From an optimization exercise on the open Yosys and OpenROAD flow, aimed at small area and a short achievable clock period; shortcuts taken in it are not production practice.
The RTL was checked by simulation tests, not by an equivalence proof against the original design.
Power is estimated from default activity; no workload was simulated.

job 8672:
==> flow/design.v <==
module qos_out_arb (
    input  wire        clk,
    input  wire        rst,           
    input  wire [17:0] cfg_level,     
    input  wire [71:0] cfg_weight,    
    input  wire [7:0]  cfg_starve,    
    input  wire        arb_en,        
    input  wire [9:0]  req,           
    input  wire [35:0] req_cells,     
    output wire        gnt_valid,
    output wire [3:0]  gnt_id,
    output wire [15:0] starve_promotions
);
    localparam N = 9;
    reg        [1:0] lvl      [0:N-1];    
    reg        [7:0] used     [0:N-1];
    reg        [3:0] ptr      [0:3];
    reg       [13:0] wait_cnt [0:N-1];    
    reg       [15:0] promo_cnt;
    assign starve_promotions = promo_cnt;
    wire [2*N-1:0] lvl_bus;
    wire    [15:0] ptr_bus;
    wire   [N-1:0] first;          
    reg    [N-1:0] onehot;         
    reg    [N-1:0] passed;
    reg      [3:0] win_next;
    reg      [1:0] win_level;
    integer e;
    genvar g;
    generate
        for (g = 0; g < N; g = g + 1) begin : g_lvl
            assign lvl_bus[2*g +: 2] = lvl[g];
        end
        for (g = 0; g < 4; g = g + 1) begin : g_ptr
            assign ptr_bus[4*g +: 4] = ptr[g];
        end
    endgenerate
    qos_out_arb_pick pick (
        .req(req), .lvl(lvl_bus), .ptr(ptr_bus), .first(first), .gnt_id(gnt_id)
    );
    always @(*) begin
        onehot = first & req[8:0];
        win_next = 4'd0;
        win_level = 2'd0;
        for (e = 0; e < N; e = e + 1)
            if (onehot[e]) begin
                win_next = win_next | ((e + 1) % N);
                win_level = win_level | lvl[e];
            end
        for (e = 0; e < N; e = e + 1)
            passed[e] = first[e] & ~req[e] & (lvl[e] == win_level) & |req[8:0];
    end
    assign gnt_valid = arb_en & |req;
    wire grant_entry = arb_en & ~req[9];    
    reg  [7:0] u_w;
    reg  [7:0] w_w;
    reg  [3:0] c_w;
    reg  [8:0] s;             
    reg  [9:0] t;             
    reg        refill;        
    reg  [4:0] lim;           
    reg  [7:0] used_new;
    always @(*) begin
        u_w = 8'd0;
        w_w = 8'd0;
        c_w = 4'd0;
        for (e = 0; e < N; e = e + 1)
            if (onehot[e]) begin
                u_w = u_w | used[e];
                w_w = w_w | cfg_weight[8*e +: 8];
                c_w = c_w | req_cells[4*e +: 4];
            end
        s = {1'b0, u_w} + {5'd0, c_w} + 9'd1;
        t = {1'b0, s} - {2'b00, w_w};
        refill = ~t[9];
        lim = {1'b0, w_w[3:0]} + 5'd9;
        if (!refill)
            used_new = s[7:0];
        else if (w_w[7:4] == 4'd0 && t[4:0] > lim)
            used_new = {3'd0, lim};
        else
            used_new = {3'd0, t[4:0]};
    end
    wire [13:0] wait_zero = {8'd0 - cfg_starve, 6'd0};
    wire       guard_off = cfg_starve == 8'd0;
    reg  [N-1:0] gi, clr, hit, promo;
    reg  [3:0]   promo_add;
    integer i;
    always @(*) begin
        promo_add = 4'd0;
        for (i = 0; i < N; i = i + 1) begin
            gi[i]    = grant_entry & onehot[i];
            clr[i]   = cfg_level[2*i +: 2] == 2'd0 || guard_off || !req[i];
            hit[i]   = &wait_cnt[i];
            promo[i] = !gi[i] && !clr[i] && hit[i] && lvl[i] != 2'd0;
            promo_add = promo_add + {3'd0, promo[i]};
        end
    end
    always @(posedge clk) begin
        for (i = 0; i < N; i = i + 1) begin
            if (rst || (grant_entry && passed[i]))
                used[i] <= 8'd0;
            else if (gi[i])
                used[i] <= used_new;
            if (rst || gi[i] || clr[i] || hit[i])
                wait_cnt[i] <= wait_zero;
            else
                wait_cnt[i] <= wait_cnt[i] + 14'd1;
            if (rst || gi[i])
                lvl[i] <= cfg_level[2*i +: 2];
            else if (promo[i])
                lvl[i] <= 2'd0;
        end
        for (i = 0; i < 4; i = i + 1)
            if (rst)
                ptr[i] <= 4'd0;
            else if (grant_entry && |onehot && refill && win_level == i)
                ptr[i] <= win_next;
        if (rst)
            promo_cnt <= 16'd0;
        else
            promo_cnt <= promo_cnt + {12'd0, promo_add};
    end
endmodule
module qos_out_arb_pick (
    input  wire [9:0]  req,
    input  wire [17:0] lvl,           
    input  wire [15:0] ptr,           
    output reg  [8:0]  first,         
    output wire [3:0]  gnt_id
);
    localparam N = 9;
    reg  [2:0]   key [0:N-1];
    reg  [N-1:0] beats [0:N-1];    
    reg  [N-1:0] onehot;
    reg  [3:0]   win;
    integer e, j;
    always @(*) begin
        for (e = 0; e < N; e = e + 1)
            key[e] = {lvl[2*e +: 2], e < ptr[4*lvl[2*e +: 2] +: 4]};
        for (e = 0; e < N; e = e + 1)
            for (j = 0; j < N; j = j + 1)
                beats[e][j] = (e < j) ? key[e] <= key[j] : key[e] < key[j];
        for (e = 0; e < N; e = e + 1) begin
            first[e] = 1'b1;
            for (j = 0; j < N; j = j + 1)
                if (j != e && req[j] && !beats[e][j])
                    first[e] = 1'b0;
        end
        onehot = first & req[8:0];
        win = 4'd0;
        for (e = 0; e < N; e = e + 1)
            if (onehot[e])
                win = win | e;
    end
    assign gnt_id = req[9] ? 4'd9 : win;
endmodule
==> flow/config.mk <==
export PLATFORM = sky130hd
export DESIGN_NAME = qos_out_arb
export DESIGN_NICKNAME = qos_out_arb
export VERILOG_FILES = /design/flow/design.v
export SDC_FILE = /design/flow/constraint.sdc
export NUM_CORES = 4
export LEC_CHECK = 0
export CAP_MARGIN = 20
export CORE_MARGIN = 2
export CORE_UTILIZATION = 55
export PLACE_DENSITY = 0.7
export SLEW_MARGIN = 20
==> flow/constraint.sdc <==
create_clock -name core_clock -period 26.0 [get_ports {clk}]
set_input_delay 5.2000 -clock core_clock [delete_from_list [all_inputs] [get_ports {clk}]]
set_output_delay 5.2000 -clock core_clock [all_outputs]
set_load 0.01 [all_outputs]
standard.sh (not shown) runs the stock make flow with config.mk's settings and CLKGATE_MAP_FILE= SYNTH_SCRIPT=/design/flow/synth_recipe.tcl, a recipe that flattens the netlist after the stock synthesis.
==> flow/flow/run.sh <==
#!/bin/bash
# The standard layout with these changes:
# * synthesis maps the logic with flow/area.abc, an area-oriented ABC script
#   (flow/synth.tcl is synth_recipe.tcl with the abc call pointed at it), and
#   leaves adders to ABC instead of mapping them to full-adder cells first;
#   the module qos_out_arb_pick (the choice, no registers) is kept apart
#   until after ABC, so its logic is mapped on its own, for delay with
#   flow/pick.abc, and then flattened as in the standard synthesis; the
#   registers come out of the same steps as in the standard synthesis;
# * each port gets a plain buf_1 instead of the delay buffer buffer_ports picks,
#   and after global placement flow/upsize_ports.tcl makes the buffers of the
#   ports on the request-to-grant path buf_8 (inputs) and buf_4 (outputs);
# * clock tree synthesis uses smaller clock buffers and no dummy loads.
set -uo pipefail
F=$PWD/flow
export MY_ABC_SCRIPT=$F/area.abc
export MY_ABC_PICK_SCRIPT=$F/pick.abc
export SYNTH_KEEP_MODULES=qos_out_arb_pick
export BUFFER_PORTS_ARGS="-buffer_cell sky130_fd_sc_hd__buf_1"
export POST_GLOBAL_PLACE_TCL=$F/upsize_ports.tcl
export CTS_ARGS="-sink_clustering_enable -repair_clock_nets -dont_use_dummy_load -buf_list {sky130_fd_sc_hd__clkbuf_4} -sink_clustering_size 8 -sink_clustering_max_diameter 60"
bash standard.sh SYNTH_SCRIPT=$F/synth.tcl ADDER_MAP_FILE= finish > standard.log 2>&1
==> flow/flow/pick.abc <==
strash
dc2
&get -n
&dch -f
&nf
&put
topo
stime -c
==> flow/flow/upsize_ports.tcl <==
# Port buffers start as buf_1; the ports on the request-to-grant path get stronger ones.
set block [ord::get_db_block]
foreach bterm [$block getBTerms] {
  set name [$bterm getName]
  if {[regexp {^(req\[\d+\]|arb_en)$} $name]} {
    set cell sky130_fd_sc_hd__buf_8
  } elseif {[regexp {^(gnt_id\[\d+\]|gnt_valid)$} $name]} {
    set cell sky130_fd_sc_hd__buf_4
  } else {
    continue
  }
  set net [$bterm getNet]
  foreach iterm [$net getITerms] {
    set inst [$iterm getInst]
    if {[string match "sky130_fd_sc_hd__buf_*" [[$inst getMaster] getName]]} {
      replace_cell [$inst getName] $cell
    }
  }
}
Other scripts of this flow, unchanged in this note and not shown: flow/flow/area.abc, flow/flow/synth.tcl
diff inputs: job 8672 => job 1620
diff --git a/flow/flow/run.sh b/flow/flow/run.sh
--- a/flow/flow/run.sh
+++ b/flow/flow/run.sh
@@ -11,3 +11,3 @@
 #   and after global placement flow/upsize_ports.tcl makes the buffers of the
-#   ports on the request-to-grant path buf_8 (inputs) and buf_4 (outputs);
+#   ports on the request-to-grant path buf_4 (inputs) and buf_2 (outputs);
 # * clock tree synthesis uses smaller clock buffers and no dummy loads.
==> flow/flow/pick.abc <==
strash
dc2
&get -n
&dch -f
&nf
&put
topo
stime -c
upsize -c
dnsize -c
diff --git a/flow/flow/upsize_ports.tcl b/flow/flow/upsize_ports.tcl
--- a/flow/flow/upsize_ports.tcl
+++ b/flow/flow/upsize_ports.tcl
@@ -5,5 +5,5 @@
   if {[regexp {^(req\[\d+\]|arb_en)$} $name]} {
-    set cell sky130_fd_sc_hd__buf_8
+    set cell sky130_fd_sc_hd__buf_4
   } elseif {[regexp {^(gnt_id\[\d+\]|gnt_valid)$} $name]} {
-    set cell sky130_fd_sc_hd__buf_4
+    set cell sky130_fd_sc_hd__buf_2
   } else {
==> results.txt <==
Between job 1620 and job 8672, the difference in synthesized area is negligible. Compared with job 8672, power density of the placed cells in job 1620 increased slightly. Of job 1620 and job 8672, it is job 1620 that has the lower combinational share of power. Compared with job 8672, job 1620 shows a routing usage on met3 that is 2.0 points lower. On wire length of the first global-routing pass, job 8672 beats job 1620.
## Diff of input files: job 2633 against job 1620
==> flow/flow/pick.abc <==
strash
dc2
&get -n
&dch -f
&nf
&put
topo
stime -c
==> comparison <==
- Number of buffers created by CTS ended up about 2.7% lower on job 2633 than on job 1620.
- Run comparison: job 2633 worst setup path startpoint req[3]; job 1620 worst setup path startpoint req[8]
- Against job 1620, job 2633 comes in 0.36% lower on cell-internal power.
- As of job 2633, sum of internal, switching and leakage power had fallen slightly compared to job 1620.

-- re-timing with driven ports --
The results above use ideal ports. As a check the final layouts listed here were re-extracted and re-timed, cells and wires unchanged. Step 1, drivers: a clkbuf_16 drives clk and a buf_2 each remaining input, both assumed. Step 2 moves the port delays by t, midway between the first and last clock arrival at a register: inputs arrive t later, outputs are due t later. That takes back most of the time a late clock gives input paths. Slacks: ideal ports / drivers / drivers and shift; pairs: ideal ports / drivers.
run	shift t [ns]	setup WS [ns]	worst setup path after step 2
job 8672	0.649	14.196 / 14.150 / 14.150	input to output
job 1620	0.622	14.184 / 14.161 / 14.161	input to output
job 2633	0.645	14.161 / 14.134 / 14.134	input to output
After both steps every run listed still meets setup and hold. For job 8672, which loses most, drivers alone change the setup slack by -0.046 ns; drivers and shift together by -0.046 ns.
